What follows belongs to an exercise in optimizing a design on an open flow for small area, a short achievable clock period and few clock cycles per item; a production flow would make more cautious choices. Where RTL was checked, it was by simulation tests only, not by an equivalence proof against the original.

Design sha256_engine, start of the top module:
module sha256_engine (
    input  wire         clk,
    input  wire         rst,         
    input  wire         in_valid,
    output wire         in_ready,
    input  wire         in_first,
    input  wire [31:0]  in_data,
    output wire         out_valid,
    input  wire         out_ready,
    output wire [255:0] out_digest
);
    reg        ld;         
    reg        rdy;        
    reg [3:0]  lag;        
    reg        run;        
    reg        fin;        
    reg        ov;         
    reg [3:0]  wcnt;       
    reg [5:0]  kn;         
    reg        first_q;    
    reg        ff_first;   
    reg        early;      
    reg [31:0] w [0:15];
    reg [31:0] a, b, c, d, e, f, g, h;
    reg [31:0] p;
    reg [31:0] ra [0:3];
    reg [31:0] re [0:3];
    function [31:0] rotr(input [31:0] x, input integer n);
        rotr = (x >> n) | (x << (32 - n));
    endfunction
    function [31:0] bsig0(input [31:0] x);
        bsig0 = rotr(x, 2) ^ rotr(x, 13) ^ rotr(x, 22);
    endfunction
    function [31:0] bsig1(input [31:0] x);
        bsig1 = rotr(x, 6) ^ rotr(x, 11) ^ rotr(x, 25);
    endfunction
    function [31:0] ssig0(input [31:0] x);
        ssig0 = rotr(x, 7) ^ rotr(x, 18) ^ (x >> 3);
    endfunction
    function [31:0] ssig1(input [31:0] x);
        ssig1 = rotr(x, 17) ^ rotr(x, 19) ^ (x >> 10);
    endfunction
    function [31:0] csa_s(input [31:0] x, input [31:0] y, input [31:0] z);
        csa_s = x ^ y ^ z;
    endfunction
    function [31:0] csa_c(input [31:0] x, input [31:0] y, input [31:0] z);
        csa_c = ((x & y) | (x & z) | (y & z)) << 1;
    endfunction
    function [31:0] add_bk(input [31:0] x, input [31:0] y);
        reg [31:0] gg, pp, hs;
        integer l, i;
        begin
            gg = x & y;
            pp = x ^ y;
            hs = pp;
            for (l = 0; l < 5; l = l + 1) begin
                for (i = (2 << l) - 1; i < 32; i = i + (2 << l)) begin
                    gg[i] = gg[i] | (pp[i] & gg[i - (1 << l)]);
                    pp[i] = pp[i] & pp[i - (1 << l)];
                end
            end
            for (l = 3; l >= 0; l = l - 1) begin
                for (i = (3 << l) - 1; i < 32; i = i + (2 << l)) begin
                    gg[i] = gg[i] | (pp[i] & gg[i - (1 << l)]);
                    pp[i] = pp[i] & pp[i - (1 << l)];
                end
            end
  ...
Size: about 1100 flip-flops, ~300 I/O pins, ~53000 µm² of cells after synthesis.
==> flow/config.mk <==
export PLATFORM = sky130hd
export DESIGN_NAME = sha256_engine
export DESIGN_NICKNAME = sha256_engine
export VERILOG_FILES = /design/flow/design.v
export SDC_FILE = /design/flow/constraint.sdc
export NUM_CORES = 4
export LEC_CHECK = 0
export CAP_MARGIN = 20
export CORE_MARGIN = 2
export CORE_UTILIZATION = 40
export CTS_BUF_LIST = sky130_fd_sc_hd__clkbuf_16
export CTS_CLUSTER_DIAMETER = 100
export CTS_CLUSTER_SIZE = 24
export SETUP_SLACK_MARGIN = 5
export SLEW_MARGIN = 20
==> flow/constraint.sdc <==
create_clock -name core_clock -period 10.0 [get_ports {clk}]
set_input_delay 2.0000 -clock core_clock [delete_from_list [all_inputs] [get_ports {clk}]]
set_output_delay 2.0000 -clock core_clock [all_outputs]
set_load 0.01 [all_outputs]
run.sh (not shown) runs the stock make flow with config.mk's settings and CLKGATE_MAP_FILE= SYNTH_SCRIPT=/design/flow/synth_recipe.tcl, a recipe that flattens the netlist after the stock synthesis.
Testbench counts at the start, summed over its fixed seeds: cycles 55,794, blocks 858.
Edit:
--- a/flow/design.v
+++ b/flow/design.v
@@ -136,17 +136,17 @@
     wire [31:0] hn    = (ld && wcnt == 4'd1) ? h0 : g;
     wire [31:0] pn_s  = csa_s(hn, k_t, w[15]);
     wire [31:0] pn_c  = csa_c(hn, k_t, w[15]);
     wire [31:0] p_new = add_bk(pn_s, pn_c);
     wire [31:0] u0_s = csa_s(ssig1(w[14]), w[9], ssig0(w[1]));
     wire [31:0] u0_c = csa_c(ssig1(w[14]), w[9], ssig0(w[1]));
     wire [31:0] u1_s = csa_s(u0_s, u0_c, w[0]);
     wire [31:0] u1_c = csa_c(u0_s, u0_c, w[0]);
-    wire [31:0] wnew = add_bk(u1_s, u1_c);
+    wire [31:0] wnew = u1_s + u1_c;
     wire [3:0] wcnt_n = take ? wcnt + 4'd1 : wcnt;
     wire       ld_n   = (take && wcnt == 4'd15) ? 1'b0 :
                         ((run && kn == 6'd63) ? 1'b1 : ld);
     wire [3:0] lag_n  = (!ld_n || wcnt_n == 4'd0 || take) ? 4'd0 : lag + 4'd1;
     wire       ov_n   = fin ? 1'b1 : (ov && !out_ready ? 1'b1 : 1'b0);
     wire       rdy_n  = ld_n && lag_n == 4'd0 && !(wcnt_n == 4'd15 && ov_n);
     reg [31:0] iva, ive;
     always @(*) begin
Outcome:
- The changed run went through all stages and came out clean
- flip-flop and latch count stays the same
- worst setup slack is better by 0.17 ns
- via count came out higher by about 1.6%
- die area came out higher by about 0.5%
- area after synthesis goes up by about 0.5%
- clock skew rises by 0.050 ns
- final area fell by 1.7%
- non-clock buffer count falls by 62
Testbench counts after the change, summed over its fixed seeds: cycles 55,794, blocks 858.

========
Setup of v6:
sha256_engine, a different RTL version from the one above (not shown whole).
Size: about 1,100 flip-flops, roughly 300 I/O pins.
Design sha256_engine, start of the top module:
module sha256_engine (
    input  wire         clk,
    input  wire         rst,         
    input  wire         in_valid,
    output wire         in_ready,
    input  wire         in_first,
    input  wire [31:0]  in_data,
    output wire         out_valid,
    input  wire         out_ready,
    output wire [255:0] out_digest
);
    reg        ld;         
    reg        rdy;        
    reg [3:0]  lag;        
    reg        run;        
    reg        fin;        
    reg        ov;         
    reg [3:0]  wcnt;       
    reg [5:0]  kn;         
    reg        first_q;    
    reg        ff_first;   
    reg        early;      
    reg [31:0] w [0:15];
    reg [31:0] a, b, c, d, e, f, g, h;
    reg [31:0] p;
    reg [31:0] k_q;        
    reg [31:0] ra [0:3];
    reg [31:0] re [0:3];
    function [31:0] rotr(input [31:0] x, input integer n);
        rotr = (x >> n) | (x << (32 - n));
    endfunction
    function [31:0] bsig0(input [31:0] x);
        bsig0 = rotr(x, 2) ^ rotr(x, 13) ^ rotr(x, 22);
    endfunction
    function [31:0] bsig1(input [31:0] x);
        bsig1 = rotr(x, 6) ^ rotr(x, 11) ^ rotr(x, 25);
    endfunction
    function [31:0] ssig0(input [31:0] x);
        ssig0 = rotr(x, 7) ^ rotr(x, 18) ^ (x >> 3);
    endfunction
    function [31:0] ssig1(input [31:0] x);
        ssig1 = rotr(x, 17) ^ rotr(x, 19) ^ (x >> 10);
    endfunction
    function [31:0] csa_s(input [31:0] x, input [31:0] y, input [31:0] z);
        csa_s = x ^ y ^ z;
    endfunction
    function [31:0] csa_c(input [31:0] x, input [31:0] y, input [31:0] z);
  ...
Settings: LEC_CHECK=0, CAP_MARGIN=20, CORE_MARGIN=2, CORE_UTILIZATION=40, SETUP_SLACK_MARGIN=5, SLEW_MARGIN=20; clock period 10.0 ns.
standard.sh (not shown) runs the stock make flow with config.mk's settings and CLKGATE_MAP_FILE= SYNTH_SCRIPT=/design/flow/synth_recipe.tcl, a recipe that flattens the netlist after the stock synthesis.
==> flow/flow/run.sh <==
#!/bin/bash
# Layout flow: the standard synthesis and layout, with
#  - port buffers of sky130_fd_sc_hd__buf_2,
#  - a clock tree built from clkbuf_16 leaf clusters of up to 24 sinks and
#    no dummy balancing loads.

# Each tool's output goes to a log file in the work folder.
set -euo pipefail
export BUFFER_PORTS_ARGS="-buffer_cell sky130_fd_sc_hd__buf_2"
export CTS_ARGS="-sink_clustering_enable -repair_clock_nets -sink_clustering_size 24 -sink_clustering_max_diameter 100 -buf_list sky130_fd_sc_hd__clkbuf_16 -dont_use_dummy_load"

bash standard.sh synth > synth.log 2>&1
bash standard.sh finish > layout.log 2>&1
#### Input delta (v7 over v6)
-- flow/design.v --
<<< v6, line 21
    reg        ff_first;   
    reg        early;      
    reg [31:0] w [0:15];
    reg [31:0] a, b, c, d, e, f, g, h;
>>> v7, line 21
    reg        ff_first;   
    reg        early;      
    reg [1:0]  fj;         
    reg [31:0] w [0:15];
    reg [31:0] a, b, c, d, e, f, g, h;
<<< v6, line 153
    reg [31:0] iva, ive;
    always @(*) begin
        case ({fin, kn[1:0]})
            3'b010:  begin iva = IV3; ive = IV7; end
            3'b011:  begin iva = IV2; ive = IV6; end
            3'b000:  begin iva = IV1; ive = IV5; end
            default: begin iva = IV0; ive = IV4; end
        endcase
>>> v7, line 154
    reg [31:0] iva, ive;
    always @(*) begin
        case (fj)
            2'd0:    begin iva = IV3; ive = IV7; end
            2'd1:    begin iva = IV2; ive = IV6; end
            2'd2:    begin iva = IV1; ive = IV5; end
            default: begin iva = IV0; ive = IV4; end
        endcase
<<< v6, line 201
            ff_first <= first_q;
        early <= init && run;
        for (i = 0; i < 15; i = i + 1)
            w[i] <= w[i + 1];
>>> v7, line 202
            ff_first <= first_q;
        early <= init && run;
        fj    <= (run && kn == 6'd61) ? 2'd0 : fj + 2'd1;
        for (i = 0; i < 15; i = i + 1)
            w[i] <= w[i + 1];
<<< v6, line 206
        if (pstep)
            p <= p_new;
        if (rstep) begin
            h <= g;
            g <= f;
>>> v7, line 208
        if (pstep)
            p <= p_new;
        if ((init && in_first && !run) || (fin && early && first_q)) begin
            {a, b, c, d, e, f, g, h} <= {IV0, IV1, IV2, IV3, IV4, IV5, IV6, IV7};
        end else if (rstep) begin
            h <= g;
            g <= f;
<<< v6, line 215
            b <= a;
            a <= a_new;
        end else if ((init && in_first) || (fin && early && first_q)) begin
            {a, b, c, d, e, f, g, h} <= {IV0, IV1, IV2, IV3, IV4, IV5, IV6, IV7};
        end else if (fin) begin
            {a, b, c, d} <= {fa_sum, ra[3], ra[2], ra[1]};
>>> v7, line 219
            b <= a;
            a <= a_new;
        end else if (fin) begin
            {a, b, c, d} <= {fa_sum, ra[3], ra[2], ra[1]};
==> comparison <==
- Highest attainable clock frequency (v7 over v6): increase, 0.0058 GHz
- Compared with v6, in v7 first-iteration DRC count climbed 616; flip-flop and latch count comparable; via count moved up; setup slack on the worst flop-to-flop path grew by 0.15 ns.
- v7 ends up with lower global router's overall resource usage than v6 does.
Testbench counts of v7, summed over its fixed seeds: cycles 55,794, blocks 858.
Only the layout flow was run in v6; the RTL was not checked for function there.

## port drivers added, routing unchanged
The flow's constraints put no driver on any port. The routed layouts listed below were extracted and timed again, unchanged, in two steps. Step 1 (the two cells are an assumption about what drives the block):
set clk [get_ports {clk}]
set_driving_cell -lib_cell sky130_fd_sc_hd__clkbuf_16 $clk
set_driving_cell -lib_cell sky130_fd_sc_hd__buf_2 [delete_from_list [all_inputs] $clk]
Step 2 also shifts input and output timing later by t, the mid clock arrival at the registers, as if the neighbouring blocks saw the same clock. a / b / c = ideal ports / drivers / drivers and shift; a / b = the first two.
run | t (ns) | setup slack, ns | slew at the worst register clock pin (ns) | worst slew at a driven data input, ns
the first run of note 1 | 0.778 | 4.922 / 4.922 / 4.314 | 0.11 / 0.11 | 0.09
the second run of note 1 | 0.778 | 5.090 / 5.090 / 4.373 | 0.11 / 0.11 | 0.11
v6 | 0.742 | 4.885 / 4.885 / 4.493 | 0.11 / 0.11 | 0.17
v7 | 0.741 | 5.033 / 5.033 / 4.536 | 0.11 / 0.11 | 0.10
After both steps every run listed still meets setup and hold. For the second run of note 1, which loses most, drivers alone change the setup slack by 0.000 ns; drivers and shift together by -0.717 ns.
